What follows belongs to an exercise in optimizing a design on an open flow for small area; a production flow would make more cautious choices. RTL that was checked went through simulation tests only; none was proved equivalent to the original. For run 1, only the layout was checked, not whether the RTL still works. No driver is modelled on the clock port, so clocking that relies on it looks cheaper here than on a real chip. Power figures rest on the tool's default switching activity, not on a simulated workload.

## flow/design.v (module list and top-level ports; edited modules follow where they fit)
// module word_codec: 1418 lines
module word_codec (
    input              clk,
    input              rst,
    input              enc_valid,
    input              enc_dram,
    input              enc_poison,
    input      [127:0] enc_data,
    input      [23:0]  enc_addr,
    input      [17:0]  enc_row,
    output reg         enc_out_valid,
    output reg [15:0]  enc_check,
    input              dec_valid,
    input              dec_dram,
    input      [127:0] dec_data,
    input      [15:0]  dec_check,
    input      [23:0]  dec_addr,
    input      [17:0]  dec_row,
    output reg         dec_out_valid,
    output reg [127:0] dec_out_data,
    output reg [8:0]   dec_out_check,
    output reg [2:0]   dec_class,
    output reg         dec_hash_err,
    output             dec_ce,
    output             dec_ue
);
  // ...
==> flow/flow/run.sh <==
#!/bin/bash
# Standard layout with a few changed settings (flow/extra.mk): every port is
# still buffered, by the smallest buffer cell, and the clock tree is built
# without dummy loads.
set -euo pipefail
cat flow/extra.mk >> config.mk
bash standard.sh > standard.log 2>&1
==> flow/flow/extra.mk <==
export BUFFER_PORTS_ARGS = -buffer_cell sky130_fd_sc_hd__buf_1
export CTS_ARGS = -sink_clustering_enable -repair_clock_nets -dont_use_dummy_load -buf_list sky130_fd_sc_hd__clkbuf_8
==> flow/standard.sh <==
#!/bin/bash
# synth_recipe.tcl (not shown) runs the flow's synth.tcl, then flattens the netlist and writes it again
# the make line also repeats each setting of config.mk as NAME=value (left out here)
make -C /OpenROAD-flow-scripts/flow DESIGN_CONFIG=/design/flow/config.mk WORK_HOME=/design/flow/orfs CLKGATE_MAP_FILE= SYNTH_SCRIPT=/design/flow/synth_recipe.tcl "${@:-finish}"
==> flow/config.mk <==
export PLATFORM = sky130hd
export DESIGN_NAME = word_codec
export DESIGN_NICKNAME = word_codec
export VERILOG_FILES = /design/flow/design.v
export SDC_FILE = /design/flow/constraint.sdc
export NUM_CORES = 4
export LEC_CHECK = 0
export CAP_MARGIN = 20
export CORE_MARGIN = 2
export CORE_UTILIZATION = 60
export SLEW_MARGIN = 20
export BUFFER_PORTS_ARGS = -buffer_cell sky130_fd_sc_hd__buf_1
export CTS_ARGS = -sink_clustering_enable -repair_clock_nets -dont_use_dummy_load -buf_list sky130_fd_sc_hd__clkbuf_8
==> flow/constraint.sdc <==
create_clock -name core_clock -period 10.0 [get_ports {clk}]
set_input_delay 2.0000 -clock core_clock [delete_from_list [all_inputs] [get_ports {clk}]]
set_output_delay 2.0000 -clock core_clock [all_outputs]
set_load 0.01 [all_outputs]
==> Flow_metrics.wiki, run 1 <==
{| class="wikitable"
! Metric !! Value
|-
| Vias after detailed routing || around 11k
|-
| Layout clock area frac || ~1.6%
|-
| Maximum ir drop on the vdd rail || 0.000480 V
|-
| Post-Layout Cell Count || 2120
|-
| Multi-input gates || 1140
|-
| Yosys top cell by area || sky130_fd_sc_hd__xnor2_1
|-
| Setup TNS || 0 ns
|-
| Max Clk Rate || 0.179 GHz
|-
| Main power-consuming group || combinational logic
|-
| Arrival time reported for the critical path endpoint || 5.89 ns
|-
| Routed length on met1 || 14.8 mm
|-
| Ys flop type || sky130_fd_sc_hd__dfxtp_1
|-
| Switch Pwr || 3.65 mW
|-
| Area share of the leading cell type in the synthesized netlist || 39.3%
|-
| Minimum clock period after layout || 5.58 ns
|-
| Final weighted congestion in routability-driven placement || roughly 0.97
|-
| Combinational family with the most area after synthesis || XOR/XNOR gates
|-
| Gate count after technology mapping || 1329
|-
| Critical setup path kind || input port to flip-flop
|-
| Leak Pwr || between 5 and 6 nW
|-
| Maximum single-stage delay on the critical path || roughly 0.65 ns
|-
| Worst hold stages || 2
|-
| Number of iterations in the first detailed-routing pass || 5
|-
| Routing layer with the top usage in global route || met2
|-
| Cells traversed along the worst timing path || buf_1 -> xor2_1 -> xnor2_1 -> xnor3_1 -> xnor2_1 -> xnor2_1 -> xnor3_1 -> nor2_1 -> nand2_1 -> a21oi_1 -> o21ai_0 -> o311ai_0
|-
| Run status || complete, no violations
|-
| Distinct cell type count after synthesis || 59
|-
| Post-synthesis share of cell area spent on and, or, nand and nor gates || 9.64%
|-
| Synth Area in Compound Gates || under 10%
|-
| Total internal power || 2.86 mW
|-
| TritonCTS clock tree || built
|-
| Routed length per placed instance || 20.6 µm
|-
| Worst hold-check path type || input port to flip-flop
|-
| Flop+latch power || 0.845 mW
|-
| Part of the total power dissipated in sequential elements || between 10% and 20%
|-
| Post-CTS sizing || 0
|-
| Count of sequential standard cells || 159
|-
| Sequential share of cell area || roughly a fifth
|-
| Most used standard cell by instance count after synthesis || sky130_fd_sc_hd__xnor2_1
|-
| Proportion of synthesized area in mux cells || less than 1%
|}
==> inputs of run 2 (changes only) <==
--- a/flow/design.v
+++ b/flow/design.v
@@ -881,534 +881,36 @@
     wire c_d123 = dec_data[123] ^ (shi[9] & slo[14]);
     wire c_d124 = dec_data[124] ^ (shi[9] & slo[15]);
     wire c_d125 = dec_data[125] ^ (shi[10] & slo[1]);
     wire c_d126 = dec_data[126] ^ (shi[10] & slo[2]);
     wire c_d127 = dec_data[127] ^ (shi[10] & slo[3]);
     wire [127:0] c_data = {c_d127, c_d126, c_d125, c_d124, c_d123, c_d122, c_d121, c_d120, c_d119, c_d118, c_d117, c_d116, c_d115, c_d114, c_d113, c_d112, c_d111, c_d110, c_d109, c_d108, c_d107, c_d106, c_d105, c_d104, c_d103, c_d102, c_d101, c_d100, c_d99, c_d98, c_d97, c_d96, c_d95, c_d94, c_d93, c_d92, c_d91, c_d90, c_d89, c_d88, c_d87, c_d86, c_d85, c_d84, c_d83, c_d82, c_d81, c_d80, c_d79, c_d78, c_d77, c_d76, c_d75, c_d74, c_d73, c_d72, c_d71, c_d70, c_d69, c_d68, c_d67, c_d66, c_d65, c_d64, c_d63, c_d62, c_d61, c_d60, c_d59, c_d58, c_d57, c_d56, c_d55, c_d54, c_d53, c_d52, c_d51, c_d50, c_d49, c_d48, c_d47, c_d46, c_d45, c_d44, c_d43, c_d42, c_d41, c_d40, c_d39, c_d38, c_d37, c_d36, c_d35, c_d34, c_d33, c_d32, c_d31, c_d30, c_d29, c_d28, c_d27, c_d26, c_d25, c_d24, c_d23, c_d22, c_d21, c_d20, c_d19, c_d18, c_d17, c_d16, c_d15, c_d14, c_d13, c_d12, c_d11, c_d10, c_d9, c_d8, c_d7, c_d6, c_d5, c_d4, c_d3, c_d2, c_d1, c_d0};
     wire [7:0] fl_h = {shi[8] & slo[0], shi[4] & slo[0], shi[2] & slo[0], shi[1] & slo[0], shi[0] & slo[8], shi[0] & slo[4], shi[0] & slo[2], shi[0] & slo[1]};
     wire [8:0] c_check = {dec_check[8] ^ (shi[0] & slo[0]), dec_check[7:0] ^ fl_h};
-    reg [2:0] c_class;
-    always @* begin
-        case ({par, syn})
-            9'h000: c_class = 3'd0;
-            9'h001: c_class = 3'd6;
-            9'h002: c_class = 3'd6;
-            9'h003: c_class = 3'd6;
-            9'h004: c_class = 3'd6;
-            9'h005: c_class = 3'd6;
-            9'h006: c_class = 3'd6;
-            9'h007: c_class = 3'd6;
-            9'h008: c_class = 3'd6;
-            9'h009: c_class = 3'd6;
-            9'h00a: c_class = 3'd6;
-            9'h00b: c_class = 3'd6;
-            9'h00c: c_class = 3'd6;
-            9'h00d: c_class = 3'd6;
-            9'h00e: c_class = 3'd6;
-            9'h00f: c_class = 3'd6;
-            9'h010: c_class = 3'd6;
-            9'h011: c_class = 3'd6;
-            9'h012: c_class = 3'd6;
-            9'h013: c_class = 3'd6;
-            9'h014: c_class = 3'd6;
-            9'h015: c_class = 3'd6;
-            9'h016: c_class = 3'd6;
-            9'h017: c_class = 3'd6;
-            9'h018: c_class = 3'd6;
-            9'h019: c_class = 3'd6;
-            9'h01a: c_class = 3'd6;
-            9'h01b: c_class = 3'd6;
-            9'h01c: c_class = 3'd6;
-            9'h01d: c_class = 3'd6;
-            9'h01e: c_class = 3'd6;
-            9'h01f: c_class = 3'd6;
-            9'h020: c_class = 3'd6;
-            9'h021: c_class = 3'd6;
-            9'h022: c_class = 3'd6;
-            9'h023: c_class = 3'd6;
-            9'h024: c_class = 3'd6;
-            9'h025: c_class = 3'd6;
-            9'h026: c_class = 3'd6;
-            9'h027: c_class = 3'd6;
-            9'h028: c_class = 3'd6;
-            9'h029: c_class = 3'd6;
-            9'h02a: c_class = 3'd6;
-            9'h02b: c_class = 3'd6;
-            9'h02c: c_class = 3'd6;
-            9'h02d: c_class = 3'd6;
-            9'h02e: c_class = 3'd6;
-            9'h02f: c_class = 3'd6;
-            9'h030: c_class = 3'd6;
-            9'h031: c_class = 3'd6;
-            9'h032: c_class = 3'd6;
-            9'h033: c_class = 3'd6;
-            9'h034: c_class = 3'd6;
-            9'h035: c_class = 3'd6;
-            9'h036: c_class = 3'd6;
-            9'h037: c_class = 3'd6;
-            9'h038: c_class = 3'd6;
-            9'h039: c_class = 3'd6;
-            9'h03a: c_class = 3'd6;
-            9'h03b: c_class = 3'd6;
-            9'h03c: c_class = 3'd6;
-            9'h03d: c_class = 3'd6;
-            9'h03e: c_class = 3'd6;
-            9'h03f: c_class = 3'd6;
-            9'h040: c_class = 3'd6;
-            9'h041: c_class = 3'd6;
-            9'h042: c_class = 3'd6;
-            9'h043: c_class = 3'd6;
-            9'h044: c_class = 3'd6;
-            9'h045: c_class = 3'd6;
-            9'h046: c_class = 3'd6;
-            9'h047: c_class = 3'd6;
-            9'h048: c_class = 3'd6;
-            9'h049: c_class = 3'd6;
-            9'h04a: c_class = 3'd6;
-            9'h04b: c_class = 3'd6;
-            9'h04c: c_class = 3'd6;
-            9'h04d: c_class = 3'd6;
-            9'h04e: c_class = 3'd6;
-            9'h04f: c_class = 3'd6;
-            9'h050: c_class = 3'd6;
-            9'h051: c_class = 3'd6;
-            9'h052: c_class = 3'd6;
-            9'h053: c_class = 3'd6;
-            9'h054: c_class = 3'd6;
-            9'h055: c_class = 3'd6;
-            9'h056: c_class = 3'd6;
-            9'h057: c_class = 3'd6;
-            9'h058: c_class = 3'd6;
-            9'h059: c_class = 3'd6;
-            9'h05a: c_class = 3'd6;
-            9'h05b: c_class = 3'd6;
-            9'h05c: c_class = 3'd6;
-            9'h05d: c_class = 3'd6;
-            9'h05e: c_class = 3'd6;
-            9'h05f: c_class = 3'd6;
-            9'h060: c_class = 3'd6;
-            9'h061: c_class = 3'd6;
-            9'h062: c_class = 3'd6;
-            9'h063: c_class = 3'd6;
-            9'h064: c_class = 3'd6;
-            9'h065: c_class = 3'd6;
-            9'h066: c_class = 3'd6;
-            9'h067: c_class = 3'd6;
-            9'h068: c_class = 3'd6;
-            9'h069: c_class = 3'd6;
-            9'h06a: c_class = 3'd6;
-            9'h06b: c_class = 3'd6;
-            9'h06c: c_class = 3'd6;
-            9'h06d: c_class = 3'd6;
-            9'h06e: c_class = 3'd6;
-            9'h06f: c_class = 3'd6;
-            9'h070: c_class = 3'd6;
-            9'h071: c_class = 3'd6;
-            9'h072: c_class = 3'd6;
-            9'h073: c_class = 3'd6;
-            9'h074: c_class = 3'd6;
-            9'h075: c_class = 3'd6;
-            9'h076: c_class = 3'd6;
-            9'h077: c_class = 3'd6;
-            9'h078: c_class = 3'd6;
-            9'h079: c_class = 3'd6;
-            9'h07a: c_class = 3'd6;
-            9'h07b: c_class = 3'd6;
-            9'h07c: c_class = 3'd6;
-            9'h07d: c_class = 3'd6;
-            9'h07e: c_class = 3'd6;
-            9'h07f: c_class = 3'd6;
-            9'h080: c_class = 3'd6;
-            9'h081: c_class = 3'd6;
-            9'h082: c_class = 3'd6;
-            9'h083: c_class = 3'd6;
-            9'h084: c_class = 3'd6;
-            9'h085: c_class = 3'd6;
-            9'h086: c_class = 3'd6;
-            9'h087: c_class = 3'd6;
-            9'h088: c_class = 3'd6;
-            9'h089: c_class = 3'd6;
-            9'h08a: c_class = 3'd6;
-            9'h08b: c_class = 3'd6;
-            9'h08c: c_class = 3'd6;
-            9'h08d: c_class = 3'd6;
-            9'h08e: c_class = 3'd6;
-            9'h08f: c_class = 3'd6;
-            9'h090: c_class = 3'd6;
-            9'h091: c_class = 3'd6;
-            9'h092: c_class = 3'd6;
-            9'h093: c_class = 3'd6;
-            9'h094: c_class = 3'd6;
-            9'h095: c_class = 3'd6;
-            9'h096: c_class = 3'd6;
-            9'h097: c_class = 3'd6;
-            9'h098: c_class = 3'd6;
-            9'h099: c_class = 3'd6;
-            9'h09a: c_class = 3'd6;
-            9'h09b: c_class = 3'd6;
-            9'h09c: c_class = 3'd6;
-            9'h09d: c_class = 3'd6;
-            9'h09e: c_class = 3'd6;
-            9'h09f: c_class = 3'd6;
-            9'h0a0: c_class = 3'd6;
-            9'h0a1: c_class = 3'd6;
-            9'h0a2: c_class = 3'd6;
-            9'h0a3: c_class = 3'd6;
-            9'h0a4: c_class = 3'd4;
-            9'h0a5: c_class = 3'd4;
-            9'h0a6: c_class = 3'd4;
-            9'h0a7: c_class = 3'd4;
-            9'h0a8: c_class = 3'd4;
-            9'h0a9: c_class = 3'd4;
-            9'h0aa: c_class = 3'd4;
-            9'h0ab: c_class = 3'd4;
-            9'h0ac: c_class = 3'd4;
-            9'h0ad: c_class = 3'd4;
-            9'h0ae: c_class = 3'd4;
-            9'h0af: c_class = 3'd4;
-            9'h0b0: c_class = 3'd4;
-            9'h0b1: c_class = 3'd4;
-            9'h0b2: c_class = 3'd4;
-            9'h0b3: c_class = 3'd4;
-            9'h0b4: c_class = 3'd4;
-            9'h0b5: c_class = 3'd4;
-            9'h0b6: c_class = 3'd4;
-            9'h0b7: c_class = 3'd4;
-            9'h0b8: c_class = 3'd4;
-            9'h0b9: c_class = 3'd4;
-            9'h0ba: c_class = 3'd4;
-            9'h0bb: c_class = 3'd4;
-            9'h0bc: c_class = 3'd6;
-            9'h0bd: c_class = 3'd6;
-            9'h0be: c_class = 3'd6;
-            9'h0bf: c_class = 3'd6;
-            9'h0c0: c_class = 3'd6;
-            9'h0c1: c_class = 3'd6;
-            9'h0c2: c_class = 3'd6;
-            9'h0c3: c_class = 3'd6;
-            9'h0c4: c_class = 3'd6;
-            9'h0c5: c_class = 3'd6;
-            9'h0c6: c_class = 3'd6;
-            9'h0c7: c_class = 3'd6;
-            9'h0c8: c_class = 3'd6;
-            9'h0c9: c_class = 3'd6;
-            9'h0ca: c_class = 3'd6;
-            9'h0cb: c_class = 3'd6;
-            9'h0cc: c_class = 3'd6;
-            9'h0cd: c_class = 3'd6;
-            9'h0ce: c_class = 3'd6;
-            9'h0cf: c_class = 3'd6;
-            9'h0d0: c_class = 3'd6;
-            9'h0d1: c_class = 3'd6;
-            9'h0d2: c_class = 3'd6;
-            9'h0d3: c_class = 3'd6;
-            9'h0d4: c_class = 3'd6;
-            9'h0d5: c_class = 3'd6;
-            9'h0d6: c_class = 3'd6;
-            9'h0d7: c_class = 3'd6;
-            9'h0d8: c_class = 3'd6;
-            9'h0d9: c_class = 3'd6;
-            9'h0da: c_class = 3'd6;
-            9'h0db: c_class = 3'd6;
-            9'h0dc: c_class = 3'd6;
-            9'h0dd: c_class = 3'd6;
-            9'h0de: c_class = 3'd6;
-            9'h0df: c_class = 3'd6;
-            9'h0e0: c_class = 3'd6;
-            9'h0e1: c_class = 3'd6;
-            9'h0e2: c_class = 3'd6;
-            9'h0e3: c_class = 3'd6;
-            9'h0e4: c_class = 3'd6;
-            9'h0e5: c_class = 3'd6;
-            9'h0e6: c_class = 3'd6;
-            9'h0e7: c_class = 3'd6;
-            9'h0e8: c_class = 3'd6;
-            9'h0e9: c_class = 3'd6;
-            9'h0ea: c_class = 3'd6;
-            9'h0eb: c_class = 3'd6;
-            9'h0ec: c_class = 3'd6;
-            9'h0ed: c_class = 3'd6;
-            9'h0ee: c_class = 3'd6;
-            9'h0ef: c_class = 3'd6;
-            9'h0f0: c_class = 3'd6;
-            9'h0f1: c_class = 3'd6;
-            9'h0f2: c_class = 3'd6;
-            9'h0f3: c_class = 3'd6;
-            9'h0f4: c_class = 3'd6;
-            9'h0f5: c_class = 3'd6;
-            9'h0f6: c_class = 3'd6;
-            9'h0f7: c_class = 3'd6;
-            9'h0f8: c_class = 3'd6;
-            9'h0f9: c_class = 3'd6;
-            9'h0fa: c_class = 3'd6;
-            9'h0fb: c_class = 3'd6;
-            9'h0fc: c_class = 3'd6;
-            9'h0fd: c_class = 3'd6;
-            9'h0fe: c_class = 3'd6;
-            9'h0ff: c_class = 3'd4;
-            9'h100: c_class = 3'd1;
-            9'h101: c_class = 3'd3;
-            9'h102: c_class = 3'd3;
-            9'h103: c_class = 3'd5;
-            9'h104: c_class = 3'd3;
-            9'h105: c_class = 3'd5;
-            9'h106: c_class = 3'd5;
-            9'h107: c_class = 3'd2;
-            9'h108: c_class = 3'd3;
-            9'h109: c_class = 3'd5;
-            9'h10a: c_class = 3'd5;
-            9'h10b: c_class = 3'd2;
-            9'h10c: c_class = 3'd5;
-            9'h10d: c_class = 3'd2;
-            9'h10e: c_class = 3'd2;
-            9'h10f: c_class = 3'd2;
-            9'h110: c_class = 3'd3;
-            9'h111: c_class = 3'd5;
-            9'h112: c_class = 3'd5;
-            9'h113: c_class = 3'd2;
-            9'h114: c_class = 3'd5;
-            9'h115: c_class = 3'd2;
-            9'h116: c_class = 3'd2;
-            9'h117: c_class = 3'd2;
-            9'h118: c_class = 3'd5;
-            9'h119: c_class = 3'd2;
-            9'h11a: c_class = 3'd2;
-            9'h11b: c_class = 3'd2;
-            9'h11c: c_class = 3'd2;
-            9'h11d: c_class = 3'd2;
-            9'h11e: c_class = 3'd2;
-            9'h11f: c_class = 3'd2;
-            9'h120: c_class = 3'd3;
-            9'h121: c_class = 3'd5;
-            9'h122: c_class = 3'd5;
-            9'h123: c_class = 3'd2;
-            9'h124: c_class = 3'd5;
-            9'h125: c_class = 3'd2;
-            9'h126: c_class = 3'd2;
-            9'h127: c_class = 3'd2;
-            9'h128: c_class = 3'd5;
-            9'h129: c_class = 3'd2;
-            9'h12a: c_class = 3'd2;
-            9'h12b: c_class = 3'd2;
-            9'h12c: c_class = 3'd2;
-            9'h12d: c_class = 3'd2;
-            9'h12e: c_class = 3'd2;
-            9'h12f: c_class = 3'd2;
-            9'h130: c_class = 3'd5;
-            9'h131: c_class = 3'd2;
-            9'h132: c_class = 3'd2;
-            9'h133: c_class = 3'd2;
-            9'h134: c_class = 3'd2;
-            9'h135: c_class = 3'd2;
-            9'h136: c_class = 3'd2;
-            9'h137: c_class = 3'd2;
-            9'h138: c_class = 3'd2;
-            9'h139: c_class = 3'd2;
-            9'h13a: c_class = 3'd2;
-            9'h13b: c_class = 3'd2;
-            9'h13c: c_class = 3'd2;
-            9'h13d: c_class = 3'd2;
-            9'h13e: c_class = 3'd2;
-            9'h13f: c_class = 3'd2;
-            9'h140: c_class = 3'd3;
-            9'h141: c_class = 3'd5;
-            9'h142: c_class = 3'd5;
-            9'h143: c_class = 3'd2;
-            9'h144: c_class = 3'd5;
-            9'h145: c_class = 3'd2;
-            9'h146: c_class = 3'd2;
-            9'h147: c_class = 3'd2;
-            9'h148: c_class = 3'd5;
-            9'h149: c_class = 3'd2;
-            9'h14a: c_class = 3'd2;
-            9'h14b: c_class = 3'd2;
-            9'h14c: c_class = 3'd2;
-            9'h14d: c_class = 3'd2;
-            9'h14e: c_class = 3'd2;
-            9'h14f: c_class = 3'd2;
-            9'h150: c_class = 3'd5;
-            9'h151: c_class = 3'd2;
-            9'h152: c_class = 3'd2;
-            9'h153: c_class = 3'd2;
-            9'h154: c_class = 3'd2;
-            9'h155: c_class = 3'd2;
-            9'h156: c_class = 3'd2;
-            9'h157: c_class = 3'd2;
-            9'h158: c_class = 3'd2;
-            9'h159: c_class = 3'd2;
-            9'h15a: c_class = 3'd2;
-            9'h15b: c_class = 3'd2;
-            9'h15c: c_class = 3'd2;
-            9'h15d: c_class = 3'd2;
-            9'h15e: c_class = 3'd2;
-            9'h15f: c_class = 3'd2;
-            9'h160: c_class = 3'd5;
-            9'h161: c_class = 3'd2;
-            9'h162: c_class = 3'd2;
-            9'h163: c_class = 3'd2;
-            9'h164: c_class = 3'd2;
-            9'h165: c_class = 3'd2;
-            9'h166: c_class = 3'd2;
-            9'h167: c_class = 3'd2;
-            9'h168: c_class = 3'd2;
-            9'h169: c_class = 3'd2;
-            9'h16a: c_class = 3'd2;
-            9'h16b: c_class = 3'd2;
-            9'h16c: c_class = 3'd2;
-            9'h16d: c_class = 3'd2;
-            9'h16e: c_class = 3'd2;
-            9'h16f: c_class = 3'd2;
-            9'h170: c_class = 3'd2;
-            9'h171: c_class = 3'd2;
-            9'h172: c_class = 3'd2;
-            9'h173: c_class = 3'd2;
-            9'h174: c_class = 3'd2;
-            9'h175: c_class = 3'd2;
-            9'h176: c_class = 3'd2;
-            9'h177: c_class = 3'd2;
-            9'h178: c_class = 3'd2;
-            9'h179: c_class = 3'd2;
-            9'h17a: c_class = 3'd2;
-            9'h17b: c_class = 3'd2;
-            9'h17c: c_class = 3'd2;
-            9'h17d: c_class = 3'd2;
-            9'h17e: c_class = 3'd2;
-            9'h17f: c_class = 3'd2;
-            9'h180: c_class = 3'd3;
-            9'h181: c_class = 3'd5;
-            9'h182: c_class = 3'd5;
-            9'h183: c_class = 3'd2;
-            9'h184: c_class = 3'd5;
-            9'h185: c_class = 3'd2;
-            9'h186: c_class = 3'd2;
-            9'h187: c_class = 3'd2;
-            9'h188: c_class = 3'd5;
-            9'h189: c_class = 3'd2;
-            9'h18a: c_class = 3'd2;
-            9'h18b: c_class = 3'd2;
-            9'h18c: c_class = 3'd2;
-            9'h18d: c_class = 3'd2;
-            9'h18e: c_class = 3'd2;
-            9'h18f: c_class = 3'd2;
-            9'h190: c_class = 3'd5;
-            9'h191: c_class = 3'd2;
-            9'h192: c_class = 3'd2;
-            9'h193: c_class = 3'd2;
-            9'h194: c_class = 3'd2;
-            9'h195: c_class = 3'd2;
-            9'h196: c_class = 3'd2;
-            9'h197: c_class = 3'd2;
-            9'h198: c_class = 3'd2;
-            9'h199: c_class = 3'd2;
-            9'h19a: c_class = 3'd2;
-            9'h19b: c_class = 3'd2;
-            9'h19c: c_class = 3'd2;
-            9'h19d: c_class = 3'd2;
-            9'h19e: c_class = 3'd2;
-            9'h19f: c_class = 3'd2;
-            9'h1a0: c_class = 3'd5;
-            9'h1a1: c_class = 3'd2;
-            9'h1a2: c_class = 3'd2;
-            9'h1a3: c_class = 3'd2;
-            9'h1a4: c_class = 3'd4;
-            9'h1a5: c_class = 3'd4;
-            9'h1a6: c_class = 3'd4;
-            9'h1a7: c_class = 3'd4;
-            9'h1a8: c_class = 3'd4;
-            9'h1a9: c_class = 3'd4;
-            9'h1aa: c_class = 3'd4;
-            9'h1ab: c_class = 3'd4;
-            9'h1ac: c_class = 3'd4;
-            9'h1ad: c_class = 3'd4;
-            9'h1ae: c_class = 3'd4;
-            9'h1af: c_class = 3'd4;
-            9'h1b0: c_class = 3'd4;
-            9'h1b1: c_class = 3'd4;
-            9'h1b2: c_class = 3'd4;
-            9'h1b3: c_class = 3'd4;
-            9'h1b4: c_class = 3'd4;
-            9'h1b5: c_class = 3'd4;
-            9'h1b6: c_class = 3'd4;
-            9'h1b7: c_class = 3'd4;
-            9'h1b8: c_class = 3'd4;
-            9'h1b9: c_class = 3'd4;
-            9'h1ba: c_class = 3'd4;
-            9'h1bb: c_class = 3'd4;
-            9'h1bc: c_class = 3'd5;
-            9'h1bd: c_class = 3'd5;
-            9'h1be: c_class = 3'd5;
-            9'h1bf: c_class = 3'd5;
-            9'h1c0: c_class = 3'd5;
-            9'h1c1: c_class = 3'd5;
-            9'h1c2: c_class = 3'd5;
-            9'h1c3: c_class = 3'd5;
-            9'h1c4: c_class = 3'd5;
-            9'h1c5: c_class = 3'd5;
-            9'h1c6: c_class = 3'd5;
-            9'h1c7: c_class = 3'd5;
-            9'h1c8: c_class = 3'd5;
-            9'h1c9: c_class = 3'd5;
-            9'h1ca: c_class = 3'd5;
-            9'h1cb: c_class = 3'd5;
-            9'h1cc: c_class = 3'd5;
-            9'h1cd: c_class = 3'd5;
-            9'h1ce: c_class = 3'd5;
-            9'h1cf: c_class = 3'd5;
-            9'h1d0: c_class = 3'd5;
-            9'h1d1: c_class = 3'd5;
-            9'h1d2: c_class = 3'd5;
-            9'h1d3: c_class = 3'd5;
-            9'h1d4: c_class = 3'd5;
-            9'h1d5: c_class = 3'd5;
-            9'h1d6: c_class = 3'd5;
-            9'h1d7: c_class = 3'd5;
-            9'h1d8: c_class = 3'd5;
-            9'h1d9: c_class = 3'd5;
-            9'h1da: c_class = 3'd5;
-            9'h1db: c_class = 3'd5;
-            9'h1dc: c_class = 3'd5;
-            9'h1dd: c_class = 3'd5;
-            9'h1de: c_class = 3'd5;
-            9'h1df: c_class = 3'd5;
-            9'h1e0: c_class = 3'd5;
-            9'h1e1: c_class = 3'd5;
-            9'h1e2: c_class = 3'd5;
-            9'h1e3: c_class = 3'd5;
-            9'h1e4: c_class = 3'd5;
-            9'h1e5: c_class = 3'd5;
-            9'h1e6: c_class = 3'd5;
-            9'h1e7: c_class = 3'd5;
-            9'h1e8: c_class = 3'd5;
-            9'h1e9: c_class = 3'd5;
-            9'h1ea: c_class = 3'd5;
-            9'h1eb: c_class = 3'd5;
-            9'h1ec: c_class = 3'd5;
-            9'h1ed: c_class = 3'd5;
-            9'h1ee: c_class = 3'd5;
-            9'h1ef: c_class = 3'd5;
-            9'h1f0: c_class = 3'd5;
-            9'h1f1: c_class = 3'd5;
-            9'h1f2: c_class = 3'd5;
-            9'h1f3: c_class = 3'd5;
-            9'h1f4: c_class = 3'd5;
-            9'h1f5: c_class = 3'd5;
-            9'h1f6: c_class = 3'd5;
-            9'h1f7: c_class = 3'd5;
-            9'h1f8: c_class = 3'd5;
-            9'h1f9: c_class = 3'd5;
-            9'h1fa: c_class = 3'd5;
-            9'h1fb: c_class = 3'd5;
-            9'h1fc: c_class = 3'd5;
-            9'h1fd: c_class = 3'd5;
-            9'h1fe: c_class = 3'd5;
-            9'h1ff: c_class = 3'd4;
-            default: c_class = 3'd0;
-        endcase
-    end
+    wire [3:0] sh = syn[7:4];
+    wire [3:0] sl = syn[3:0];
+    wire lz  = (sl == 4'd0);
+    wire lw1 = (sl == 4'd1) | (sl == 4'd2) | (sl == 4'd4) | (sl == 4'd8);
+    wire lge2 = ~lz & ~lw1;
+    wire lge3 = (sl == 4'd7) | (sl == 4'd11) | (sl == 4'd13) | (sl == 4'd14) | (sl == 4'd15);
+    wire hz  = (sh == 4'd0);
+    wire hw1 = (sh == 4'd1) | (sh == 4'd2) | (sh == 4'd4) | (sh == 4'd8);
+    wire hw2 = (sh == 4'd3) | (sh == 4'd5) | (sh == 4'd6) | (sh == 4'd9);
+    wire hA  = (sh == 4'd10);
+    wire hB  = (sh == 4'd11);
+    wire h7  = (sh == 4'd7);
+    wire z   = hz & lz;
+    wire w1  = (hz & lw1) | (hw1 & lz);
+    wire isd = (hz & lge3) | (hw1 & lge2) | (hw2 & ~lz) | (hA & ~lz & ~sl[3] & ~sl[2]) | h7;
+    wire isa = (hA & (sl[3] | sl[2])) | (hB & ~(sl[3] & sl[2])) | (syn == 8'hFF);
+    wire [2:0] c_class;
+    assign c_class[0] = par & ~isd & ~isa;
+    assign c_class[1] = par ? (isd | w1) : ~(z | isa);
+    assign c_class[2] = isa | (~z & (~par | ~(isd | w1)));
     always @(posedge clk) begin
         enc_out_valid <= enc_valid & ~rst;
         dec_out_valid <= dec_valid & ~rst;
         enc_check     <= {e_crc, e_code};
         dec_out_data  <= c_data;
         dec_out_check <= c_check;
         dec_class     <= c_class;
         dec_hash_err  <= d_hash;
==> flow/flow/run.sh (replaced) <==
#!/bin/bash
# Standard synthesis and layout, with:
#  - flow/extra.mk settings: every port still gets a buffer, of the smallest
#    buffer cell; the clock tree is built without dummy loads;
#  - flow/post.py run on the synthesized netlist before floorplanning: an
#    area clean-up of the combinational cells only (registers untouched).
set -euo pipefail
cat flow/extra.mk >> config.mk
R=orfs/results/sky130hd/word_codec/base
bash standard.sh synth > standard_synth.log 2>&1
cp $R/1_2_yosys.v standard_1_2_yosys.v
python3 flow/post.py $R/1_2_yosys.v > post.log 2>&1
rm -f $R/1_synth.odb $R/1_synth.sdc
bash standard.sh > standard.log 2>&1
==> flow/flow/post.py (new file) <==
#!/usr/bin/env python3
"""Area clean-up of the mapped sky130hd netlist that standard synthesis wrote.

The combinational logic is rewritten only into logic of the same function;
registers, their names and cell types are left as they are.
  1. each three-input XOR/XNOR cell becomes two two-input cells (less area);
  2. a gate whose output feeds only XOR/XNOR inputs is replaced by its
     complement when that is smaller (and2 -> nand2, or2 -> nor2, ...), and
     the XOR/XNOR cells it feeds swap type to absorb the inversion;
  3. buffers that synthesis added for fanout are removed (the layout's own
     repair adds what the placed design needs).
usage: post.py netlist.v   (rewritten in place)
"""
import re, sys
from collections import defaultdict

path = sys.argv[1]
src = open(path).read()
P = "sky130_fd_sc_hd__"

m = re.search(r'\bmodule\s+(\w+)\s*\((.*?)\);', src, re.S)
hdr_end = m.end()
end = src.rindex("endmodule")
body = src[hdr_end:end]

# split body into declarations, instances and assigns
inst_re = re.compile(r'(\S+)\s+(\S+)\s*\((\s*\..*?)\);', re.S)
pin_re = re.compile(r'\.(\w+)\(\s*(.*?)\s*\)\s*(?:,|$)', re.S)
items = []          # list of ('text', str) or ('inst', dict)
pos = 0
for mm in re.finditer(r'[^;]*;', body, re.S):
    stmt = mm.group(0)
    s = stmt.strip()
    im = inst_re.fullmatch(s)
    if im and im.group(1).startswith(P):
        pins = dict((a, b) for a, b in pin_re.findall(im.group(3)))
        items.append(['inst', {'cell': im.group(1)[len(P):], 'name': im.group(2), 'pins': pins}])
    else:
        items.append(['text', stmt])
tail = body[sum(len(x[1]) if x[0] == 'text' else 0 for x in items):]  # not used

ports = set()
for mm in re.finditer(r'\b(input|output|inout)\b\s*(\[[^\]]*\])?\s*([^;]*);', body):
    for n in mm.group(3).split(','):
        ports.add(n.strip())
def is_port(net):
    base = net.split('[')[0].strip()
    return base in ports

OUTPINS = {'X', 'Y', 'Q', 'Q_N', 'SUM', 'COUT', 'HI', 'LO'}
def outs(i):
    return [p for p in i['pins'] if p in OUTPINS]

insts = [x[1] for x in items if x[0] == 'inst']
stats = defaultdict(int)
newwires = []
nid = [0]
def newnet():
    nid[0] += 1
    w = f"post_n{nid[0]}"
    newwires.append(w)
    return w

# 1. split 3-input XORs
out_items = []
for x in items:
    if x[0] == 'inst' and re.fullmatch(r'x(n?)or3_\d+', x[1]['cell']):
        i = x[1]; p = i['pins']; t = newnet()
        xn = i['cell'].startswith('xnor')
        a = {'cell': 'xor2_1', 'name': i['name'] + '_a', 'pins': {'A': p['A'], 'B': p['B'], 'X': t}}
        b = {'cell': 'xnor2_1' if xn else 'xor2_1', 'name': i['name'] + '_b',
             'pins': {'A': t, 'B': p['C'], ('Y' if xn else 'X'): p['X']}}
        out_items += [['inst', a], ['inst', b]]
        stats['split xor3'] += 1
    else:
        out_items.append(x)
items = out_items

def build():
    insts = [x[1] for x in items if x[0] == 'inst']
    drv = {}; loads = defaultdict(list)
    for i in insts:
        for p, n in i['pins'].items():
            if p in OUTPINS: drv[n] = (i, p)
            else: loads[n].append((i, p))
    return insts, drv, loads

def is_xor(i):
    return re.fullmatch(r'x(n?)or2_\d+', i['cell']) is not None
def toggle_xor(i):
    p = i['pins']
    if i['cell'].startswith('xor2'):
        i['cell'] = 'xnor2_1'; p['Y'] = p.pop('X')
    else:
        i['cell'] = 'xor2_1'; p['X'] = p.pop('Y')

# 2. polarity absorption
COMP = {  # cell -> (complement cell, out pin before, out pin after)
    'and2_0': ('nand2_1', 'X', 'Y'), 'and2_1': ('nand2_1', 'X', 'Y'),
    'or2_0': ('nor2_1', 'X', 'Y'), 'or2_1': ('nor2_1', 'X', 'Y'),
    'and3_1': ('nand3_1', 'X', 'Y'), 'or3_1': ('nor3_1', 'X', 'Y'),
    'and4_1': ('nand4_1', 'X', 'Y'), 'or4_1': ('nor4_1', 'X', 'Y'),
    'a21o_1': ('a21oi_1', 'X', 'Y'), 'o21a_1': ('o21ai_1', 'X', 'Y'),
    'a22o_1': ('a22oi_1', 'X', 'Y'), 'o22a_1': ('o22ai_1', 'X', 'Y'),
    'a31o_1': ('a31oi_1', 'X', 'Y'), 'o31a_1': ('o31ai_1', 'X', 'Y'),
    'a211o_1': ('a211oi_1', 'X', 'Y'), 'o211a_1': ('o211ai_1', 'X', 'Y'),
}
insts, drv, loads = build()
inv_of = {}
for i in insts:
    o = outs(i)
    if len(o) != 1: continue
    n = i['pins'][o[0]]
    if is_port(n) or not loads[n] or not all(is_xor(li) for li, _ in loads[n]): continue
    c = i['cell']
    if c in COMP:
        nc, po, pn = COMP[c]
        i['cell'] = nc; i['pins'][pn] = i['pins'].pop(po)
    elif re.fullmatch(r'nor2b_\d', c):
        # Y = !A & B_N  ->  !Y = nand2(B_N, !A)
        a = i['pins']['A']
        if a not in inv_of:
            w = newnet(); inv_of[a] = w
            items.append(['inst', {'cell': 'inv_1', 'name': f'post_inv{len(inv_of)}', 'pins': {'A': a, 'Y': w}}])
        i['cell'] = 'nand2_1'; i['pins'] = {'A': i['pins']['B_N'], 'B': inv_of[a], 'Y': n}
    else:
        continue
    stats['complemented ' + c] += 1
    for li, _ in loads[n]:
        toggle_xor(li)

# 3. remove buffers added by synthesis
insts, drv, loads = build()
rename = {}
keep = []
for x in items:
    if x[0] == 'inst' and re.fullmatch(r'(clk)?buf_\d+', x[1]['cell']):
        i = x[1]; a = i['pins']['A']; y = i['pins']['X']
        if not is_port(y) and not is_port(a):
            rename[y] = a; stats['removed buffer'] += 1
            continue
    keep.append(x)
items = keep
def res(n):
    while n in rename: n = rename[n]
    return n
for x in items:
    if x[0] == 'inst':
        for p in x[1]['pins']:
            x[1]['pins'][p] = res(x[1]['pins'][p])

out = [src[:hdr_end]]
out.append("".join(f"\n  wire {w};" for w in newwires))
for x in items:
    if x[0] == 'text': out.append(x[1])
    else:
        i = x[1]
        pins = ",\n".join(f"    .{p}({n}{' ' if n.startswith(chr(92)) else ''})" for p, n in i['pins'].items())
        out.append(f"\n  {P}{i['cell']} {i['name']} (\n{pins}\n  );")
out.append("\n" + src[end:])
open(path, 'w').write("".join(out))
for k, v in sorted(stats.items()): print(f"{k}: {v}")
==> flow/config.mk (replaced) <==
export PLATFORM = sky130hd
export DESIGN_NAME = word_codec
export DESIGN_NICKNAME = word_codec
export VERILOG_FILES = /design/flow/design.v
export SDC_FILE = /design/flow/constraint.sdc
export NUM_CORES = 4
export LEC_CHECK = 0
export CAP_MARGIN = 20
export CORE_MARGIN = 2
export CORE_UTILIZATION = 40
export SLEW_MARGIN = 20
export BUFFER_PORTS_ARGS = -buffer_cell sky130_fd_sc_hd__buf_1
export CTS_ARGS = -sink_clustering_enable -repair_clock_nets -dont_use_dummy_load -buf_list sky130_fd_sc_hd__clkbuf_8
==> Flow_metrics.wiki, run 2 <==
{| class="wikitable"
! Metric !! Value
|-
| Run status || complete, no violations
|-
| Area growth, synth to finish || 22.6%
|-
| Number of H-tree branching levels || 4
|-
| Multi-input gate area || 0.00892 mm²
|-
| Final Hold Viols || 0
|-
| Fraction of power consumed by the clock network || between 6 and 7%
|-
| Gr usage total || between 20% and 30%
|-
| Total internal power || 2.51 mW (-12%)
|-
| Number of slew-limit violations in the final report || 0
|-
| Rows || 63
|-
| Detailed-route vias per instance || 4.59
|-
| Commonest non-fill, non-tap cell in the layout || sky130_fd_sc_hd__xnor2_1
|-
| Final worst-path cycle share || between 60% and 70%
|-
| Layout cell share with drive strength beyond 1 || 2.13%
|-
| Max capacitance violation total || 0
|-
| Die outline height || around 180 µm
|-
| Total CTS buffers || 17
|-
| DRC marker count from the first detailed-route iteration || between 400 and 500
|-
| Unrepaired setup endpoints after global routing || no
|-
| Number of sinks on the clock net || 159
|-
| Number of nets still failing antenna checks after routing || 0
|-
| Die Area || 0.0318 mm²
|-
| Number of fill cells || 3047
|-
| Critical path endpoint category || flip-flop
|-
| Clock Tree Buf Depth || 2
|-
| Final core utilization || 49.9%
|-
| Critical setup path kind || input port to flip-flop
|-
| Switch Pwr || 3.05 mW (-17%)
|-
| Max reg flops || 128
|-
| Max-Slew Margin vs Limit || a little over a quarter
|-
| Routed length per placed instance || 20.0 µm (-3.1%)
|-
| Registers with the most flip-flops || dec_out_data x128, enc_check x16, dec_out_check x9
|-
| Setup-violating endpoint count in the final report || 0
|-
| Max Clk Rate || 0.164 GHz (-8.8%)
|-
| Width of the die || 178 µm
|-
| Maximum ir drop on the vdd rail || 0.000345 V (-28%)
|-
| Arrival time reported for the critical path endpoint || 6.51 ns (+0.62 ns)
|-
| Clock transition at the register clock pins on the worst setup and hold paths after CTS || 0.08 ns
|-
| Netlist area before placement || between 0.01 and 0.015 mm²
|-
| Worst hold-check path type || input port to flip-flop
|-
| Wirelength, routed || 45.3 mm
|-
| Final net count || 2239
|-
| Gate count after technology mapping || 1330 (+0.075%)
|-
| Root cell of the clock tree || sky130_fd_sc_hd__clkbuf_8
|-
| Part of the total power dissipated in sequential elements || 15.1% (+2.1 points)
|-
| Placed cell count || approximately 2.2k
|-
| TritonCTS clock tree || built
|-
| Setup TNS || 0 ns (unchanged)
|-
| Post-synthesis net count || 1693
|-
| Highest net fanout along the worst path || 18
|-
| Minimum clock period after layout || 6.11 ns (+0.536 ns)
|-
| Post-Layout Cell Count || 2266 (+6.9%)
|-
| PnR Total Power || about 5.6 mW
|-
| Maximum number of pins on one net before global-route repair || 19
|-
| Antenna violations before repair || 3
|-
| Startpoint type of the worst setup path || input port
|-
| Final weighted congestion in routability-driven placement || 0.934 (-3.4%)
|-
| Number of iterations in the first detailed-routing pass || 5 (unchanged)
|-
| Worst hold-check slack || 1.70 ns
|-
| Vias after detailed routing || 10.4k (-5.1%)
|-
| Critical path data required time || ~10 ns
|-
| Slew at the pin closest to its max-slew limit || 1.08 ns
|-
| Most used cells in the layout excluding fill and tap cells || sky130_fd_sc_hd__xnor2_1 (649), sky130_fd_sc_hd__buf_1 (523), sky130_fd_sc_hd__xor2_1 (205), sky130_fd_sc_hd__dfxtp_1 (159), sky130_fd_sc_hd__nand2_1 (120)
|-
| Register with the most flip-flops || dec_out_data
|-
| Post-CTS sizing || 0 (unchanged)
|-
| Wire length of the first global-routing pass || 63.3 mm
|-
| Syn_area_per_cell || ~9.1 µm²
|-
| Final global-route overflow total || 0
|-
| Leak Pwr || 4.88 nW (-8.6%)
|-
| Drc violations || 0
|-
| Hold-fix buffers at CTS || 0
|-
| Starting density of the core || 40.8%
|-
| Area taken by flip-flops and latches || about 0.0032 mm²
|-
| IO Port Bufs || 523
|-
| Power per Cell Area || 373 mW/mm²
|-
| Detailed Place HPWL || 39.4 mm
|-
| Proportion of power drawn by combinational gates || 78.2%
|-
| Via count of the first global-routing pass || 10.5k
|-
| Area of the core || 0.0298 mm²
|-
| Number of synthesis warnings || 1
|-
| Total I/O pin count || 524
|-
| Net switching share of the total power || 54.9%
|-
| Buffers inserted during post-CTS setup optimization || 0
|}
## run 2: final timing paths
kind  slack (ns)  cells after the start            end      from
min         1.70                      2  dec_out_valid       rst
max         3.89                     16   dec_class[2]  dec_dram
## run 2: per-stage QoR
| stage | cell area [µm²] | worst slack (ns) |
|---|---|---|
| 6_report | 14900 | 3.89 |
| 2_1_floorplan | 12100 | 4.89 |
| 4_1_cts | 14900 | 4.02 |
| 5_1_grt | 14900 | 3.68 |
| 3_3_place_gp | 14600 | 3.56 |
| 3_5_place_dp | 14600 | 3.54 |
## run 2: cell type report
type	instances	area share [%]
multi-input combinational	1157	59.9
clock buffer	17	1.57
sequential	159	21.4
tap	390	3.28
timing repair buffer	530	13.5
antenna	2	0.0336
inverter	11	0.277
## run 2: power by group through the flow
stage / Sequential (mW) / Clock [mW] / Combinational [mW]
floorplan: 0.908 / 0 / 2.96
global placement: 0.854 / 0 / 4.25
detailed placement: 0.854 / 0 / 4.27
CTS: 0.841 / 0.382 / 4.29
global route: 0.850 / 0.404 / 4.69
finish: 0.840 / 0.370 / 4.35
## run 2: critical path, stage by stage
cell	delay [ns]
sky130_fd_sc_hd__buf_1	0.58
sky130_fd_sc_hd__inv_1	0.20
sky130_fd_sc_hd__nand2_1	0.13
sky130_fd_sc_hd__xor2_1	0.17
sky130_fd_sc_hd__xor2_1	0.20
sky130_fd_sc_hd__xnor2_1	0.14
sky130_fd_sc_hd__xor2_1	0.20
sky130_fd_sc_hd__xnor2_1	0.35
sky130_fd_sc_hd__xor2_1	0.21
sky130_fd_sc_hd__xor2_1	0.35
sky130_fd_sc_hd__and2_4	0.24
sky130_fd_sc_hd__mux2i_4	0.10
sky130_fd_sc_hd__nor3_1	0.92
sky130_fd_sc_hd__a21oi_1	0.16
sky130_fd_sc_hd__o41ai_2	0.36
sky130_fd_sc_hd__nor2b_1	0.19
## run 2: metal layers
metal | GRT usage [%] | wire, µm | vias to the layer above
met5 | 0 | 16 | -
met4 | 11.4 | 1660 | 2
met3 | 4.45 | 2530 | 64
met2 | 54.6 | 24700 | 411
met1 | 28.9 | 16400 | 4783
li1 | - | - | 5151
==> inputs of run 3 (changes only) <==
==> flow/flow/run.sh (replaced) <==
#!/bin/bash
# Standard synthesis and layout, with:
#  - flow/extra.mk settings: every port still gets a buffer, of the smallest
#    buffer cell; the clock tree is built without dummy loads;
#  - flow/post.py run on the synthesized netlist before floorplanning: an
#    area clean-up of the combinational cells only (registers untouched);
#  - flow/post_cts.tcl after CTS: smaller clock buffers where slew allows.
set -euo pipefail
cat flow/extra.mk >> config.mk
echo "export POST_CTS_TCL = $PWD/flow/post_cts.tcl" >> config.mk
R=orfs/results/sky130hd/word_codec/base
bash standard.sh synth > standard_synth.log 2>&1
cp $R/1_2_yosys.v standard_1_2_yosys.v
python3 flow/post.py $R/1_2_yosys.v "$FLOW_HOME/platforms/sky130hd/lib/sky130_fd_sc_hd__tt_025C_1v80.lib" > post.log 2>&1
rm -f $R/1_synth.odb $R/1_synth.sdc
bash standard.sh > standard.log 2>&1
==> flow/flow/clkdown.tcl (new file) <==
# Clock buffers: try each at a smaller size, keep the smaller one when every
# flip-flop clock pin's slew stays under the limit.
proc my_clk_worst_slew {} {
  set worst 0
  foreach pin [get_pins -hierarchical */CLK] {
    set s [get_property $pin slew_max]
    if {$s > $worst} {set worst $s}
  }
  return $worst
}
proc my_clk_downsize {limit} {
  estimate_parasitics -placement
  set sizes {sky130_fd_sc_hd__clkbuf_1 sky130_fd_sc_hd__clkbuf_2 sky130_fd_sc_hd__clkbuf_4 sky130_fd_sc_hd__clkbuf_8 sky130_fd_sc_hd__clkbuf_16}
  set block [ord::get_db_block]
  foreach inst [$block getInsts] {
    set m [[$inst getMaster] getName]
    set k [lsearch $sizes $m]
    if {$k <= 0} continue
    if {![string match "clkbuf*" [$inst getName]]} continue
    for {set j 0} {$j < $k} {incr j} {
      set trial [lindex $sizes $j]
      replace_cell [$inst getName] $trial
      estimate_parasitics -placement
      if {[my_clk_worst_slew] <= $limit} {
        puts "clock buffer [$inst getName]: $m -> $trial"
        set m $trial
        break
      }
      replace_cell [$inst getName] $m
    }
  }
  estimate_parasitics -placement
  puts "clock pins worst slew [my_clk_worst_slew]"
}
--- a/flow/flow/post.py
+++ b/flow/flow/post.py
@@ -10,5 +10,5 @@
   3. buffers that synthesis added for fanout are removed (the layout's own
      repair adds what the placed design needs).
-usage: post.py netlist.v   (rewritten in place)
+usage: post.py netlist.v liberty.lib   (netlist rewritten in place)
 """
 import re, sys
@@ -130,4 +130,25 @@
         toggle_xor(li)
 
+# 2b. a nand2b/nor2b whose inverted input is shared by several such cells
+# becomes a nand2/nor2 fed by one shared inverter
+insts, drv, loads = build()
+groups = defaultdict(list)
+for i in insts:
+    c = i['cell']
+    if re.fullmatch(r'nand2b_1', c): groups[i['pins']['A_N']].append(i)
+    elif re.fullmatch(r'nor2b_1', c): groups[i['pins']['B_N']].append(i)
+for a, g in groups.items():
+    if len(g) < 2 and a not in inv_of: continue
+    if a not in inv_of:
+        w = newnet(); inv_of[a] = w
+        items.append(['inst', {'cell': 'inv_1', 'name': f'post_inv{len(inv_of)}', 'pins': {'A': a, 'Y': w}}])
+    for i in g:
+        p = i['pins']
+        if i['cell'].startswith('nand2b'):
+            i['pins'] = {'A': inv_of[a], 'B': p['B'], 'Y': p['Y']}; i['cell'] = 'nand2_1'
+        else:
+            i['pins'] = {'A': p['A'], 'B': inv_of[a], 'Y': p['Y']}; i['cell'] = 'nor2_1'
+        stats['shared inverter for ' + ('nand2b' if i['cell'] == 'nand2_1' else 'nor2b')] += 1
+
 # 3. remove buffers added by synthesis
 insts, drv, loads = build()
@@ -150,4 +171,23 @@
             x[1]['pins'][p] = res(x[1]['pins'][p])
 
+# 4. smallest drive strength for every combinational cell (the layout's
+# repair sizes up what timing, slew or load needs)
+AREA = {}
+if len(sys.argv) > 2:
+    lib = open(sys.argv[2]).read()
+    for c in re.split(r'\n\s*cell\s*\(', lib)[1:]:
+        mm = re.match(r'\s*"?sky130_fd_sc_hd__(\w+)"?', c)
+        a = re.search(r'\barea\s*:\s*([\d.]+)', c)
+        if mm and a: AREA[mm.group(1)] = float(a.group(1))
+for x in items:
+    if x[0] != 'inst': continue
+    i = x[1]; c = i['cell']
+    mm = re.fullmatch(r'(\w+?)_(\d+)', c)
+    if not mm or c.startswith('df') or c not in AREA: continue
+    base = mm.group(1)
+    best = min((AREA[f"{base}_{d}"], d) for d in ('0', '1', '2', '4') if f"{base}_{d}" in AREA and d in ('0', '1'))  if any(f"{base}_{d}" in AREA for d in ('0', '1')) else None
+    if best and best[0] < AREA[c]:
+        i['cell'] = f"{base}_{best[1]}"; stats['downsized ' + c] += 1
+
 out = [src[:hdr_end]]
 out.append("".join(f"\n  wire {w};" for w in newwires))
==> flow/flow/post_cts.tcl (new file) <==
source [file join [file dirname [info script]] clkdown.tcl]
my_clk_downsize 0.110
--- a/flow/config.mk
+++ b/flow/config.mk
@@ -12,2 +12,3 @@
 export BUFFER_PORTS_ARGS = -buffer_cell sky130_fd_sc_hd__buf_1
 export CTS_ARGS = -sink_clustering_enable -repair_clock_nets -dont_use_dummy_load -buf_list sky130_fd_sc_hd__clkbuf_8
+export POST_CTS_TCL = /design/flow/flow/post_cts.tcl
==> Flow_metrics.wiki, run 3 <==
{| class="wikitable"
! Metric !! Value
|-
| Maximum single-stage delay on the critical path || 0.79 ns (-0.13 ns)
|-
| Area growth, synth to finish || 22.4%
|-
| Cells traversed along the worst timing path || buf_1 -> inv_1 -> nand2_1 -> xor2_1 -> xor2_1 -> xnor2_1 -> xor2_1 -> xnor2_1 -> xnor2_1 -> xnor2_1 -> nor2_1 -> a2bb2oi_1 -> mux2i_1 -> o41ai_1 -> nor2b_1
|-
| Slew at the pin closest to its max-slew limit || 1.05 ns (-0.0368 ns)
|-
| Wirelength, routed || 44.8 mm (-1.0%)
|-
| Slowest cell on the critical path || sky130_fd_sc_hd__xnor2_1
|-
| Most frequent CP cell || sky130_fd_sc_hd__xnor2_1
|-
| Unrepaired setup endpoints after global routing || no
|-
| Number of slew-limit violations in the final report || 0 (unchanged)
|-
| Max Clk Rate || 0.183 GHz (+12%)
|-
| Net switching share of the total power || 55.2% (+0.30 points)
|-
| Area of the core || 0.0296 mm² (-0.53%)
|-
| Worst hold-check slack || 1.38 ns (-0.323 ns)
|-
| Number of synthesis warnings || 1 (unchanged)
|-
| Setup-violating endpoint count in the final report || 0 (unchanged)
|-
| Final weighted congestion in routability-driven placement || 0.906 (-3.0%)
|-
| Detailed-route vias per instance || 4.58 (-0.29%)
|-
| Die outline height || 178 µm (-0.31%)
|-
| Placed cell count || 2244 (-0.089%)
|-
| Number of iterations in the first detailed-routing pass || 7 (+2)
|-
| Startpoint type of the worst setup path || input port
|-
| Clock transition at the register clock pins on the worst setup and hold paths after CTS || 0.10 ns (+0.02 ns)
|-
| Netlist area before placement || 0.0121 mm² (-0.63%)
|-
| Max reg flops || 128 (unchanged)
|-
| TritonCTS clock tree || built
|-
| Highest net fanout along the worst path || 14 (-4)
|-
| Width of the die || 178 µm (-0.31%)
|-
| Worst hold-check path type || input port to flip-flop
|-
| Power per Cell Area || 360 mW/mm² (-3.6%)
|-
| Final worst-path cycle share || 54.6% (-6.5 points)
|-
| Maximum number of pins on one net before global-route repair || 17 (-2)
|-
| Number of nets still failing antenna checks after routing || 0 (unchanged)
|-
| Minimum clock period after layout || 5.46 ns (-0.650 ns)
|-
| Final net count || 2236 (-0.13%)
|-
| Die Area || 0.0316 mm² (-0.62%)
|-
| Vias after detailed routing || 10.4k (-0.20%)
|-
| Final Hold Viols || 0 (unchanged)
|-
| Wire length of the first global-routing pass || 63.6 mm (+0.44%)
|-
| Commonest non-fill, non-tap cell in the layout || sky130_fd_sc_hd__xnor2_1
|-
| Proportion of power drawn by combinational gates || 77.6% (-0.6 points)
|-
| Number of sinks on the clock net || 159 (unchanged)
|-
| Gr usage total || 27.9% (+0.13 points)
|-
| Post-Place Setup Slack || 3.81 ns (+0.266 ns)
|-
| Starting density of the core || 40.7% (about the same)
|-
| Fraction of power consumed by the clock network || 6.6% (about the same)
|-
| Critical path data required time || 10.73 ns (+0.34 ns)
|-
| Critical path destination || dec_class[2]
|-
| Total internal power || 2.38 mW (-5.0%)
|-
| Gate count after technology mapping || 1332 (+0.15%)
|-
| Routed length per placed instance || 19.8 µm (-1.1%)
|-
| Critical setup path kind || input port to flip-flop
|-
| Setup TNS || 0 ns (unchanged)
|-
| Detailed Place HPWL || 39.3 mm (-0.16%)
|-
| Drc violations || 0 (unchanged)
|-
| Total I/O pin count || 524 (unchanged)
|-
| Switch Pwr || 2.93 mW (-3.8%)
|-
| Max capacitance violation total || 0 (unchanged)
|-
| Worst-case setup margin in the final layout || 4.54 ns (+0.650 ns)
|-
| IO Port Bufs || 523 (unchanged)
|-
| PnR Total Power || 5.32 mW (-4.4%)
|-
| Register with the most flip-flops || dec_out_data
|-
| Rows || 63 (unchanged)
|-
| Maximum ir drop on the vdd rail || 0.000348 V (+0.88%)
|-
| Final global-route overflow total || 0 (unchanged)
|-
| Arrival time reported for the critical path endpoint || 6.19 ns (-0.32 ns)
|-
| Most used cells in the layout excluding fill and tap cells || sky130_fd_sc_hd__xnor2_1 (650), sky130_fd_sc_hd__buf_1 (523), sky130_fd_sc_hd__xor2_1 (205), sky130_fd_sc_hd__dfxtp_1 (159), sky130_fd_sc_hd__nand2_1 (133)
|-
| Post-Layout Cell Count || 2268 (+0.088%)
|-
| Part of the total power dissipated in sequential elements || 15.8% (+0.7 points)
|-
| Post-synthesis net count || 1695 (+0.12%)
|-
| Registers with the most flip-flops || dec_out_data x128, enc_check x16, dec_out_check x9
|-
| Max-Slew Margin vs Limit || 30.2% (+2.9 points)
|-
| Via count of the first global-routing pass || 10.6k (+1.2%)
|-
| Run status || complete, no violations
|-
| Syn_area_per_cell || 9.06 µm² (-0.78%)
|-
| Critical path endpoint category || flip-flop
|-
| Layout cell share with drive strength beyond 1 || 1.55% (-0.58 points)
|-
| Setup crit start || dec_dram
|-
| DRC marker count from the first detailed-route iteration || 366 (-19%)
|-
| Leak Pwr || 4.84 nW (-0.81%)
|-
| Antenna violations before repair || 7 (+4)
|}
[run 3: cell count changes in the layout (fill, tap and decap cells not counted), sizes merged]
| cell | delta |
|---|---|
| nand2b | -13 |
| nor2 | +2 |
| inv | +2 |
| nor2b | -2 |
| buf | -5 |
| nand2 | +13 |
| diode | +5 |
[run 3: how the worst min path moves through the flow]
stage | from | to | slack [ns] | depth (start not counted)
2_1_floorplan | rst | dec_out_valid | 2.07 | 1
3_3_place_gp | rst | dec_out_valid | 2.21 | 2
3_5_place_dp | rst | enc_out_valid | 2.21 | 2
5_1_grt | rst | enc_out_valid | 1.33 | 2
6_report | rst | enc_out_valid | 1.38 | 2
[run 3: final cells by class]
cell class,instances,area (µm²)
inverter,13,48.8
timing repair buffer,525,1980
tap,390,488
fill,3027,14900
multi-input combinational,1157,8840
antenna,7,17.5
clock buffer,17,213
sequential,159,3180
[run 3: power groups by stage]
| stage | Clock (mW) | Combinational [mW] | Sequential (mW) |
|---|---|---|---|
| floorplan | 0 | 2.83 | 0.908 |
| global placement | 0 | 4.08 | 0.854 |
| detailed placement | 0 | 4.12 | 0.854 |
| finish | 0.353 | 4.13 | 0.838 |
| global route | 0.386 | 4.52 | 0.847 |
[run 3: routing by layer]
| metal | vias to the layer above | track usage [%] | part of all wire (%) |
|---|---|---|---|
| met1 | 4756 | 29.1 | 37 |
| li1 | 5147 | - | - |
| met5 | - | 0 | 0 |
| met4 | 0 | 13.3 | 4.2 |
| met2 | 415 | 52.2 | 52 |
| met3 | 72 | 6.45 | 6.8 |
[run 3: metrics by stage]
| step | cell area (µm²) | util, % |
|---|---|---|
| detailed placement | 14500 | 49.0 |
| global placement | 14500 | 49.0 |
| floorplan | 12100 | - |
| finish | 14800 | 49.8 |
| global route | 14800 | 49.8 |
[run 3: critical path, delay by kind of cell]
kind,cells,cell delay (ns)
AND/OR/NAND/NOR,3,0.75
multiplexers,1,0.11
AO/OA/AOI/OAI,2,0.70
XOR/XNOR,7,2.06
buffers and inverters,2,0.55
==> inputs of run 4 (changes only) <==
--- a/flow/flow/post.py
+++ b/flow/flow/post.py
@@ -171,4 +171,28 @@
             x[1]['pins'][p] = res(x[1]['pins'][p])
 
+# 3b. and2/or2 with inputs available inverted for free (an XOR/XNOR output
+# used only here, whose type can swap, or a net with an inverter already)
+# becomes nor2/nand2 of the inverted inputs
+insts, drv, loads = build()
+invs = {}
+for i in insts:
+    if re.fullmatch(r'(clk)?inv_\d+', i['cell']): invs.setdefault(i['pins']['A'], i['pins']['Y'])
+def inverted(n, dry):
+    if n in invs: return invs[n]
+    d = drv.get(n)
+    if d and is_xor(d[0]) and len(loads[n]) == 1 and not is_port(n):
+        if not dry: toggle_xor(d[0])
+        return n
+    return None
+for i in insts:
+    c = i['cell']
+    if not re.fullmatch(r'(and2|or2)_\d', c): continue
+    a, b, y = i['pins']['A'], i['pins']['B'], i['pins']['X']
+    if a == b or inverted(a, True) is None or inverted(b, True) is None: continue
+    na, nb = inverted(a, False), inverted(b, False)
+    i['cell'] = 'nor2_1' if c.startswith('and') else 'nand2_1'
+    i['pins'] = {'A': na, 'B': nb, 'Y': y}
+    stats['inverted inputs for ' + c] += 1
+
 # 4. smallest drive strength for every combinational cell (the layout's
 # repair sizes up what timing, slew or load needs)
==> flow/flow/post_cts.tcl (replaced) <==
source [file join [file dirname [info script]] clkdown.tcl]
my_clk_downsize 0.120
==> Flow_metrics.wiki, run 4 <==
{| class="wikitable"
! Metric !! Value
|-
| Run status || complete, no violations
|-
| Startpoint type of the worst setup path || input port
|-
| Slew at the pin closest to its max-slew limit || 1.41 ns (+0.362 ns)
|-
| Setup-violating endpoint count in the final report || 0 (unchanged)
|-
| Max-Slew Margin vs Limit || 6.15% (-24 points)
|-
| Rows || 63 (unchanged)
|-
| Area growth, synth to finish || 22.3% (about the same)
|-
| Arrival time reported for the critical path endpoint || 6.18 ns (about the same)
|-
| Worst-case setup margin in the final layout || 5.08 ns (+0.539 ns)
|-
| Gate count after technology mapping || 1332 (unchanged)
|-
| Number of iterations in the first detailed-routing pass || 5 (-2)
|-
| Number of synthesis warnings || 1 (unchanged)
|-
| Max reg flops || 128 (unchanged)
|-
| Dpl cell area || 0.0145 mm² (-0.15%)
|-
| Clock transition at the register clock pins on the worst setup and hold paths after CTS || 0.10 ns (about the same)
|-
| Routed length per placed instance || 19.7 µm (-0.13%)
|-
| Fraction of power consumed by the clock network || 6.7% (about the same)
|-
| Detailed-route vias per instance || 4.59 (+0.24%)
|-
| Area of the core || 0.0296 mm² (unchanged)
|-
| Critical setup path kind || input port to flip-flop
|-
| Placed cell count || 2243 (-0.045%)
|-
| Register with the most flip-flops || dec_out_data
|-
| Die outline height || 178 µm (about the same)
|-
| Width of the die || 178 µm (about the same)
|-
| Net switching share of the total power || 55.2% (about the same)
|-
| HP Start || rst
|-
| Maximum number of pins on one net before global-route repair || 17 (unchanged)
|-
| Layout cell share with drive strength beyond 1 || 1.44% (-0.11 points)
|-
| Die Area || 0.0315 mm² (-0.12%)
|-
| Setup TNS || 0 ns (unchanged)
|-
| Registers with the most flip-flops || dec_out_data x128, enc_check x16, dec_out_check x9
|-
| Total internal power || 2.37 mW (-0.55%)
|-
| Worst hold stages || 2 (unchanged)
|-
| Starting density of the core || 40.7% (-0.051 points)
|-
| Part of the total power dissipated in sequential elements || 15.8% (about the same)
|-
| Highest net fanout along the worst path || 14 (unchanged)
|-
| Wire length of the first global-routing pass || 63.6 mm (about the same)
|-
| Number of nets still failing antenna checks after routing || 0 (unchanged)
|-
| Post-Layout Cell Count || 2266 (-0.088%)
|-
| Final worst-path cycle share || 49.2% (-5.4 points)
|-
| TritonCTS clock tree || built
|-
| DRC marker count from the first detailed-route iteration || 384 (+4.9%)
|-
| IO Port Bufs || 523 (unchanged)
|-
| Finished layout cell area || 0.0147 mm² (-0.14%)
|-
| Unrepaired setup endpoints after global routing || no
|-
| Final Hold Viols || 0 (unchanged)
|-
| Post-Place Setup Slack || 3.79 ns (-0.0180 ns)
|-
| Most used cells in the layout excluding fill and tap cells || sky130_fd_sc_hd__xnor2_1 (646), sky130_fd_sc_hd__buf_1 (523), sky130_fd_sc_hd__xor2_1 (209), sky130_fd_sc_hd__dfxtp_1 (159), sky130_fd_sc_hd__nand2_1 (133)
|-
| Switch Pwr || 2.92 mW (-0.44%)
|-
| Final net count || 2235 (-0.045%)
|-
| Netlist area before placement || 0.0121 mm² (-0.12%)
|-
| Antenna violations before repair || 7 (unchanged)
|-
| Power per Cell Area || 359 mW/mm² (-0.35%)
|-
| Total I/O pin count || 524 (unchanged)
|-
| Maximum ir drop on the vdd rail || 0.000369 V (+6.0%)
|-
| Final weighted congestion in routability-driven placement || 0.965 (+6.5%)
|-
| Syn_area_per_cell || 9.05 µm² (-0.12%)
|-
| Wirelength, routed || 44.8 mm (-0.22%)
|-
| Detailed Place HPWL || 39.2 mm (-0.40%)
|-
| Drc violations || 0 (unchanged)
|-
| Commonest non-fill, non-tap cell in the layout || sky130_fd_sc_hd__xnor2_1
|-
| Number of slew-limit violations in the final report || 0 (unchanged)
|-
| Setup crit start || dec_dram
|-
| Final global-route overflow total || 0 (unchanged)
|-
| Minimum clock period after layout || 4.92 ns (-0.539 ns)
|-
| Leak Pwr || 4.84 nW (about the same)
|-
| Number of sinks on the clock net || 159 (unchanged)
|-
| Proportion of power drawn by combinational gates || 77.5% (about the same)
|-
| Worst hold-check path type || input port to flip-flop
|-
| Via count of the first global-routing pass || 10.8k (+1.3%)
|-
| Critical path data required time || 11.26 ns (+0.53 ns)
|-
| Critical path endpoint category || flip-flop
|-
| Gr usage total || 27.9% (about the same)
|-
| Vias after detailed routing || 10.4k (+0.15%)
|-
| Max Clk Rate || 0.203 GHz (+11%)
|-
| Post-synthesis net count || 1695 (unchanged)
|-
| Max capacitance violation total || 0 (unchanged)
|}
## run 4: changes by cell type in the layout (fill, tap and decap cells not counted)
cell,before,now
sky130_fd_sc_hd__buf_4,2,1
sky130_fd_sc_hd__clkbuf_4,2,1
sky130_fd_sc_hd__diode_2,7,6
sky130_fd_sc_hd__and2_1,13,7
sky130_fd_sc_hd__clkbuf_2,1,0
sky130_fd_sc_hd__clkbuf_8,14,15
sky130_fd_sc_hd__xor2_1,205,209
sky130_fd_sc_hd__xnor2_1,650,646
sky130_fd_sc_hd__clkbuf_1,0,1
sky130_fd_sc_hd__nor2_1,93,99
## run 4: routing by layer
metal	part of all wire [%]	vias to the layer above	track usage [%]
met5	0.025	-	0
met4	4.2	2	12.7
met3	7.1	81	6.90
met2	52	399	53.0
met1	36	4787	28.5
li1	-	5137	-
## run 4: power groups by stage
stage	combinational (mW)	clock, mW	sequential [mW]
finish	4.10	0.356	0.836
detailed placement	4.08	0	0.851
global route	4.47	0.388	0.845
global placement	4.03	0	0.851
floorplan	2.83	0	0.908
## run 4: worst max-delay path, cell delays in order
cell	delay, ns
sky130_fd_sc_hd__buf_1	0.38
sky130_fd_sc_hd__inv_1	0.21
sky130_fd_sc_hd__nand2_1	0.12
sky130_fd_sc_hd__xor2_1	0.19
sky130_fd_sc_hd__xor2_1	0.24
sky130_fd_sc_hd__xnor2_1	0.16
sky130_fd_sc_hd__xor2_1	0.20
sky130_fd_sc_hd__xnor2_1	0.36
sky130_fd_sc_hd__xnor2_1	0.16
sky130_fd_sc_hd__xnor2_1	0.79
sky130_fd_sc_hd__nand2_1	0.31
sky130_fd_sc_hd__nor2_1	0.44
sky130_fd_sc_hd__a21oi_1	0.14
sky130_fd_sc_hd__o32ai_1	0.35
sky130_fd_sc_hd__o31ai_1	0.12
## run 4: through the flow
| stage | power (mW) | hold slack [ns] | util (%) |
|---|---|---|---|
| 2_1_floorplan | 3.73 | 2.07 | - |
| 3_3_place_gp | 4.88 | 2.21 | 49.0 |
| 3_5_place_dp | 4.93 | 2.23 | 49.0 |
| 5_1_grt | 5.71 | 0.731 | 49.7 |
| 6_report | 5.29 | 0.826 | 49.7 |
## run 4: path summary, 6_finish.rpt
path and endpoint:
max dec_class[1], min dec_out_valid
## run 4: area by class of cell
| cell class | instances | area (µm²) |
|---|---|---|
| fillers | 3038 | 14900 |
| repair buffers | 524 | 1970 |
| inverters | 13 | 48.8 |
| well taps | 390 | 488 |
| multi-input cells | 1157 | 8820 |
| flip-flops and latches | 159 | 3180 |
| clock buffers | 17 | 218 |
| diodes | 6 | 15.0 |

==> port drivers added, routing unchanged <==
Ports are ideal in the flow. The routed layouts listed here were re-timed in OpenROAD. Step 1 (the two cells are an assumption about what drives the block):
set clk [get_ports {clk}]
set_driving_cell -lib_cell sky130_fd_sc_hd__clkbuf_16 $clk
set_driving_cell -lib_cell sky130_fd_sc_hd__buf_2 [delete_from_list [all_inputs] $clk]
Step 2 times the ports against the registers' clock, not the clock port: input delays grow and output delays shrink by t, the midpoint of the rising clock arrivals with the driver on. Slacks: no drivers / after step 1 / after step 2; pairs: no drivers / after step 1.
run	t, ns	setup slack, ns	worst setup path after step 2	latest minus earliest clock arrival (ns)	cell pins on the clock port's net
run 1	0.495	4.423 / 4.439 / 3.944	input to register	0.036 / 0.036	1
run 2	0.507	3.887 / 3.876 / 3.369	input to register	0.028 / 0.028	1
run 3	0.846	4.538 / 4.553 / 3.707	input to register	0.023 / 0.024	1
run 4	1.455	5.077 / 5.112 / 3.657	input to register	0.042 / 0.042	1
After both steps setup and hold are still met in every run listed. The setup slack of run 4, which loses most, moves by +0.035 ns with the drivers and by -1.420 ns with both steps.
